What follows belongs to an exercise in optimizing a design on an open flow for small area; a production flow would make more cautious choices. The RTL was checked by simulation tests, not by an equivalence proof against the original design. Power is estimated from default activity; no workload was simulated.

==> flow/design.v <==
module mfe_corr (
    input  wire        clk,
    input  wire        rst,         
    input  wire        cfg_we,
    input  wire [4:0]  cfg_addr,    
    input  wire [31:0] cfg_wdata,
    input  wire        in_valid,
    output wire        in_ready,
    input  wire [23:0] in_x,        
    input  wire [2:0]  in_g,        
    input  wire [2:0]  in_band,     
    input  wire [4:0]  in_flags,
    output wire        out_valid,
    input  wire        out_ready,
    output wire [23:0] out_y,
    output wire [2:0]  out_g,
    output wire [4:0]  out_flags,
    output wire        out_last,    
    output wire [31:0] out_crc      
);
    reg signed [31:0] gain_tab [0:4];
    reg signed [23:0] ofs_tab  [0:4];
    reg signed [31:0] tbg_tab  [0:7];
    integer i;
    always @(posedge clk) begin
        if (cfg_we) begin
            for (i = 0; i < 5; i = i + 1) begin
                if (cfg_addr == i)
                    gain_tab[i] <= cfg_wdata;
                if (cfg_addr == i + 5)
                    ofs_tab[i] <= cfg_wdata[23:0];
            end
            for (i = 0; i < 8; i = i + 1) begin
                if (cfg_addr == i + 15)
                    tbg_tab[i] <= cfg_wdata;
            end
        end
    end
    wire [2:0]  gsel = in_g[2] ? 3'd4 : in_g;
    wire [31:0] gw   = gain_tab[gsel];
    wire [23:0] ow   = ofs_tab[gsel];
    wire [31:0] tw   = tbg_tab[in_band];
    localparam IDLE = 2'd0, S1 = 2'd1, WT = 2'd2, S2 = 2'd3;
    reg [1:0] st;
    reg [5:0] cnt;           
    reg       full;          
    reg [5:0] ccnt;          
    reg [4:0] blk_cnt;
    wire crc_idle = ccnt[5];
    wire last     = (blk_cnt == 5'd31);
    assign out_valid = full & (~last | crc_idle);
    wire deliver  = out_valid & out_ready;
    wire free2    = crc_idle & (~full | out_ready);
    wire s1_last  = (cnt == 6'd32);
    wire s2_last  = (cnt == 6'd26);
    wire run1     = (st == S1) | ((st == IDLE) & in_valid);
    wire go2      = ((st == S1) & s1_last | (st == WT)) & free2;
    wire run2     = (st == S2);
    wire acc_n    = run2 & s2_last;
    assign in_ready = acc_n;
    always @(posedge clk) begin
        if (rst) begin
            st <= IDLE;
            cnt <= 6'd0;
        end else begin
            case (st)
                IDLE: if (in_valid) begin st <= S1; cnt <= 6'd1; end
                S1:   if (s1_last) begin
                          st <= free2 ? S2 : WT;
                          cnt <= 6'd0;
                      end else cnt <= cnt + 6'd1;
                WT:   if (free2) st <= S2;
                S2:   if (s2_last) begin st <= IDLE; cnt <= 6'd0; end
                      else cnt <= cnt + 6'd1;
            endcase
        end
    end
    reg  signed [25:0] acc1;
    reg         [2:0]  e;
    wire signed [24:0] d  = $signed({in_x[23], in_x}) - $signed({ow[23], ow});
    wire [32:0] m1 = {gw[31] & ~gw[30], gw[31] ^ gw[30], ~gw[30], gw[29:0]};
    wire        first1 = (st == IDLE);
    wire        mb1 = m1[cnt];
    wire        neg1 = (cnt == 6'd32);
    wire [25:0] a1_op = first1 ? 26'd0 : acc1;
    wire [25:0] a1_add = mb1 ? (neg1 ? ~{d[24], d} : {d[24], d}) : 26'd0;
    wire        a1_cin = (cnt == 6'd29) | (neg1 & mb1);
    wire [25:0] s1 = run2 ? acc1 : (a1_op + a1_add + {25'd0, a1_cin});
    always @(posedge clk) begin
        if (run1 | run2) begin
            acc1 <= {s1[25], s1[25:1]};
            e    <= {s1[0], e[2:1]};
        end
    end
    reg  signed [32:0] acc2;
    wire [32:0] m2 = {tw[31] & ~tw[30], tw[31] ^ tw[30], ~tw[30], tw[29:0]};
    wire        mb2 = e[0];
    wire        neg2 = s2_last;
    wire        first2 = (cnt == 6'd0);
    wire [33:0] a2_op = first2 ? 34'h0_2000_0000 : {acc2[32], acc2};
    wire [33:0] a2_add = mb2 ? (neg2 ? ~{m2[32], m2} : {m2[32], m2}) : 34'd0;
    wire [33:0] s2 = a2_op + a2_add + {33'd0, neg2 & mb2};
    always @(posedge clk) begin
        if (run2)
            acc2 <= s2[33:1];
    end
    wire        ovf = ~((&acc2[32:26]) | ~(|acc2[32:26]));
    wire [23:0] ysat = ovf ? {acc2[32], {23{~acc2[32]}}} : acc2[26:3];
    reg [2:0] og;
    reg [4:0] of;
    always @(posedge clk) begin
        if (acc_n) begin
            og <= in_g;
            of <= in_flags;
        end
    end
    reg  [31:0] crc;
    wire [31:0] word = {of, og, ysat};
    wire        fb = crc[0] ^ word[ccnt[4:0]];    
    wire [31:0] crc_step = {fb, crc[31:1]} ^ ({32{~fb}} & {1'b0, 31'h02F63B78});
    always @(posedge clk) begin
        if (rst) begin
            ccnt <= 6'd32;
            crc <= 32'd0;
            full <= 1'b0;
            blk_cnt <= 5'd0;
        end else begin
            if (acc_n) ccnt <= 6'd0;
            else if (!crc_idle) ccnt <= ccnt + 6'd1;
            if (!crc_idle) crc <= crc_step;
            else if (deliver & last) crc <= 32'd0;
            if (acc_n) full <= 1'b1;
            else if (deliver) full <= 1'b0;
            if (deliver) blk_cnt <= blk_cnt + 5'd1;
        end
    end
    assign out_y     = ysat;
    assign out_g     = og;
    assign out_flags = of;
    assign out_last  = last;
    assign out_crc   = crc;
endmodule
==> flow/run.sh <==
#!/bin/bash
# synth_recipe.tcl (not shown) runs the flow's synth.tcl, then flattens the netlist and writes it again
# the make line also repeats each setting of config.mk as NAME=value (left out here)
make -C /OpenROAD-flow-scripts/flow DESIGN_CONFIG=/design/flow/config.mk WORK_HOME=/design/flow/orfs CLKGATE_MAP_FILE= SYNTH_SCRIPT=/design/flow/synth_recipe.tcl finish
==> flow/config.mk <==
export PLATFORM = sky130hd
export DESIGN_NAME = mfe_corr
export DESIGN_NICKNAME = mfe_corr
export VERILOG_FILES = /design/flow/design.v
export SDC_FILE = /design/flow/constraint.sdc
export NUM_CORES = 4
export LEC_CHECK = 0
export CAP_MARGIN = 20
export CORE_MARGIN = 2
export CORE_UTILIZATION = 40
export SLEW_MARGIN = 20
==> flow/constraint.sdc <==
create_clock -name core_clock -period 10.0 [get_ports {clk}]
set_input_delay 2.0000 -clock core_clock [delete_from_list [all_inputs] [get_ports {clk}]]
set_output_delay 2.0000 -clock core_clock [all_outputs]
set_load 0.01 [all_outputs]
==> reports/metrics.yaml <==
status:
  status: "complete, no violations"
clocking:
  cts_resized: 0
  cts_hold_buf: 0
  cts_tree: "built"
  clock_sinks: 657
  numCtsBuffers: 69
  cts_setup_buffers: 0
  clk_latency_ns: 0.61
  root_buffer: "clkbuf_16"
  clk_transition_reported_paths_ns: 0.06
  htreeDepth: 3
  clk_path_buf_depth: 3
power:
  p_per_area_nw_per_um2: 211
  ir_drop_mv: 0.126
  leakagePower_nw: 12.4
sta:
  hold_slack_ns: 0.422
  skew_ns: 0.0212
  rsz0062_at_grt: "no"
  period_needed_ns: 7.70
  worst_pin_slew_ns: 1.08
  setup_ws_ns: 2.30
  relSlewSlack_pct: 27.8
  hold_viol: 0
  slew_viol_final: 0
  setup_tns_ns: 0
  max_clock_freq_mhz: 130
  finalSetupViolCount: 0
  timing.final.crit_share_pct: 77.0
global_route:
  gr-usage-all-layers_pct: 18.7
  grt_max_degree: 85
  antenna_found_initial: 2
  grt_pass1_vias: 18948
  grt_pass1_wl_um: 114000
  gr-total-overflow: 0
die:
  initial_core_util_pct: 40.2
  rows: 102
  ios: 144
  die_area_um2: 79600
  die_w_um: 282
  fp.dieH_um: 282
  core-area_um2: 77100
placement:
  dpl.cell_count: 3421
  pre_cts_ws_ns: 1.63
  routabilityCongestion: 0.853
  hpwl_um: 49700
  io_buffers: 143
min_path:
  worstHoldPathCells: 0
  holdPathEnd: "e[0]"
  min_from: "e[1]"
  hold_class: "reg2reg"
routing:
  vias: 19280
  antenna_left: 0
  drt_wl_total_um: 75200
  wl_per_cell_um: 21.2
  drc: 0
  drt_iter0_markers: 1578
  via_per_inst: 5.44
  drtPass1Iterations: 5
synth:
  synth-warning-count: 4
  yosysTopAreaCell: "edfxtp_1"
  syn-num-nets: 2484
  yosys_most_used_dff: "edfxtp_1"
  postSynthAreaPerCell_um2: 13.4
  synth_cells: 2308
  ys_top_cells_by_area: "edfxtp_1 59%, mux4_2 4.2%, ha_1 3.8%, dfxtp_1 3.4%, o21ai_0 2.5%"
  synth_top_area_share_pct: 58.7
  syn-cell-area_um2: 31000
  async_flop_share_pct: 0
  synth_edf_count: 605
  synth.distinct_cells: 81
  synth.ff_latch_count: 657
  ys_seq_area_share_pct: 62.0
worst_setup_path:
  r2r_end: "acc1[13]"
  r2r_cells: 21
  critPathLaunch: "in_g[0]"
  path_cells: "buf_2, or3_1, buf_4, o221ai_1, o311ai_0, a221oi_1, a2111oi_4, a211oi_4, buf_4, nor2_1, fa_1, fa_1, a21oi_1, o21ai_0, a221oi_1, o31ai_1, a21oi_1, o21bai_1, a21oi_1, xor2_1, o21ai_0"
  critPathTopFamily: "compound AO/OA/AOI/OAI gates"
  cp.arrival_ns: 8.00
  r2r_slack_ns: 3.85
  crit_fanout: 29
  crit_path_start_kind: "primary input"
  worstSetupEndpointType: "flop"
  criticalPathCategory: "in2reg"
  r2r-start: "cnt[0]"
  critPathMaxStageDelay_ns: 0.79
  worstPathRequired_ns: 10.30
  crit_path_frequent_cell: "a21oi_1"
  path_buf_inv: 3
  crit_slowest_cell: "or3_1"
layout:
  final_util_pct: 46.6
  n_antenna_cell: 0
  drive_gt1_share_pct: 10.7
  nNetsFinal: 2629
  fill_cells: 6766
  syn_to_final_growth_pct: 16.0
  final_cell_count_no_fill: 3541
flow_run:
  drv_cap: 0
-- registers in the layout (all words and copies together) (netlist names) --
name / count
e: 3
gain_tab: 160
crc: 32
og: 3
st: 2
tbg_tab: 256
ofs_tab: 120
ccnt: 6
full: 1
acc1: 25
acc2: 33
cnt: 6
of: 5
blk_cnt: 5
-- synth_stat cells (23+ instances only) --
cell type	number
xnor2_1	85
xor2_1	78
a22oi_1	49
a21oi_1	123
o21ai_0	155
dfxtp_1	52
mux2i_1	63
nor2b_1	74
clkbuf_1	75
nand2_1	138
nor2_1	151
nand3_1	26
edfxtp_1	605
nor3_1	23
and2_1	41
ha_1	95
mux4_2	58
inv_1	49
a21o_1	51
-- layer usage --
| metal | track usage, % | wire (um) | vias up |
|---|---|---|---|
| li1 | - | - | 9035 |
| met1 | 26.3 | 34200 | 9652 |
| met2 | 30.1 | 35100 | 500 |
| met3 | 3.01 | 4470 | 89 |
| met4 | 4.92 | 1340 | 4 |
| met5 | 0 | 22 | - |
-- per-stage QoR --
stage	power [mW]	cell area, um^2
2_1_floorplan	4.57	31000
5_1_grt	7.95	35900
3_3_place_gp	5.00	33600
4_1_cts	7.64	35900
6_report	7.58	35900
3_5_place_dp	5.04	33600
-- cell families after synthesis --
| family | count (synthesis) | synth area share, % |
|---|---|---|
| xor+xnor | 163 | 4.61 |
| simple gates | 532 | 8.32 |
| fa+ha+maj | 99 | 4.10 |
| mux | 145 | 7.37 |
| flops | 657 | 62.0 |
| compound gates | 549 | 11.3 |
| buf+inv | 163 | 2.23 |
-- final cells by class --
type	count	area [um^2]	area share, %
clock buffer	83	1800	5.02
clock inverter	36	474	1.32
inverter	51	191	0.533
multi-input combinational	1488	11200	31.1
sequential	657	19200	53.5
tap	1040	1300	3.62
timing repair buffer	186	1750	4.87
-- worst reg2reg max path: cells and delay by family, from the launching register on --
family	cells	cell delay (ns)
fa+ha+maj	2	0.89
simple gates	4	1.07
compound gates	12	2.74
buf+inv	2	0.70
xor+xnor	1	0.16
flops	1	0.31
-- worst max-delay path by stage --
stage / to / slack [ns] / cells past startpoint
2_1_floorplan: acc1[20] / 2.26 / 30
3_3_place_gp: acc1[23] / 1.74 / 21
6_report: acc1[13] / 2.30 / 21
4_1_cts: acc1[23] / 2.28 / 21
5_1_grt: acc1[23] / 1.83 / 21
3_5_place_dp: acc1[23] / 1.63 / 21
-- report_power, final --
part	internal [mW]	total, mW	switching (mW)
sequential	3.21	3.28	0.0690
clock	1.53	2.59	1.06
combinational	0.693	1.72	1.02
-- cell usage in the layout (no fill, tap or decap), types with 12 or more instances in the layout --
| cell | synthesis | final |
|---|---|---|
| nand2b_1 | 20 | 20 |
| o21a_1 | 13 | 13 |
| mux2_2 | 19 | 19 |
| and2_1 | 41 | 41 |
| clkbuf_16 | 0 | 70 |
| dfxtp_1 | 52 | 52 |
| ha_1 | 95 | 93 |
| a21oi_1 | 123 | 123 |
| o211ai_1 | 15 | 15 |
| a31oi_1 | 14 | 14 |
| buf_4 | 4 | 44 |
| xnor2_1 | 85 | 85 |
| mux4_2 | 58 | 58 |
| a211oi_1 | 20 | 20 |
| nand3_1 | 26 | 26 |
| clkbuf_1 | 75 | 13 |
| o21bai_1 | 12 | 12 |
| nor2_2 | 10 | 13 |
| xor2_1 | 78 | 78 |
| clkinv_1 | 2 | 17 |
| a22oi_1 | 49 | 49 |
| o21ai_0 | 155 | 155 |
| a21o_1 | 51 | 51 |
| clkdlybuf4s50_1 | 0 | 137 |
| nand2_1 | 138 | 138 |
| mux2i_1 | 63 | 63 |
| edfxtp_1 | 605 | 605 |
| nor2b_1 | 74 | 72 |
| a221oi_1 | 12 | 12 |
| nor3_1 | 23 | 18 |
| inv_1 | 49 | 49 |
| nor2_1 | 151 | 139 |

-- port drivers added, routing unchanged --
How much do the figures lean on ideal ports? The routed layout below was timed once more, with nothing changed but the port constraints.
Step 1 sets driving cells, clkbuf_16 on the clock port and buf_2 on the other inputs (assumed; they add their load-dependent delay and slew).
Step 2 also shifts input and output timing later by t, the mid clock arrival at the registers, as if the neighbouring blocks saw the same clock.
Slacks: ideal / step 1 / step 2; pairs: ideal / step 1.
t, ns: 0.661
setup slack, ns: 2.300 / 2.340 / 1.679
hold slack, ns: 0.422 / 0.422 / 0.422
After both steps setup and hold are still met in this run. For this run, drivers alone change the setup slack by +0.040 ns; drivers and shift together by -0.621 ns.
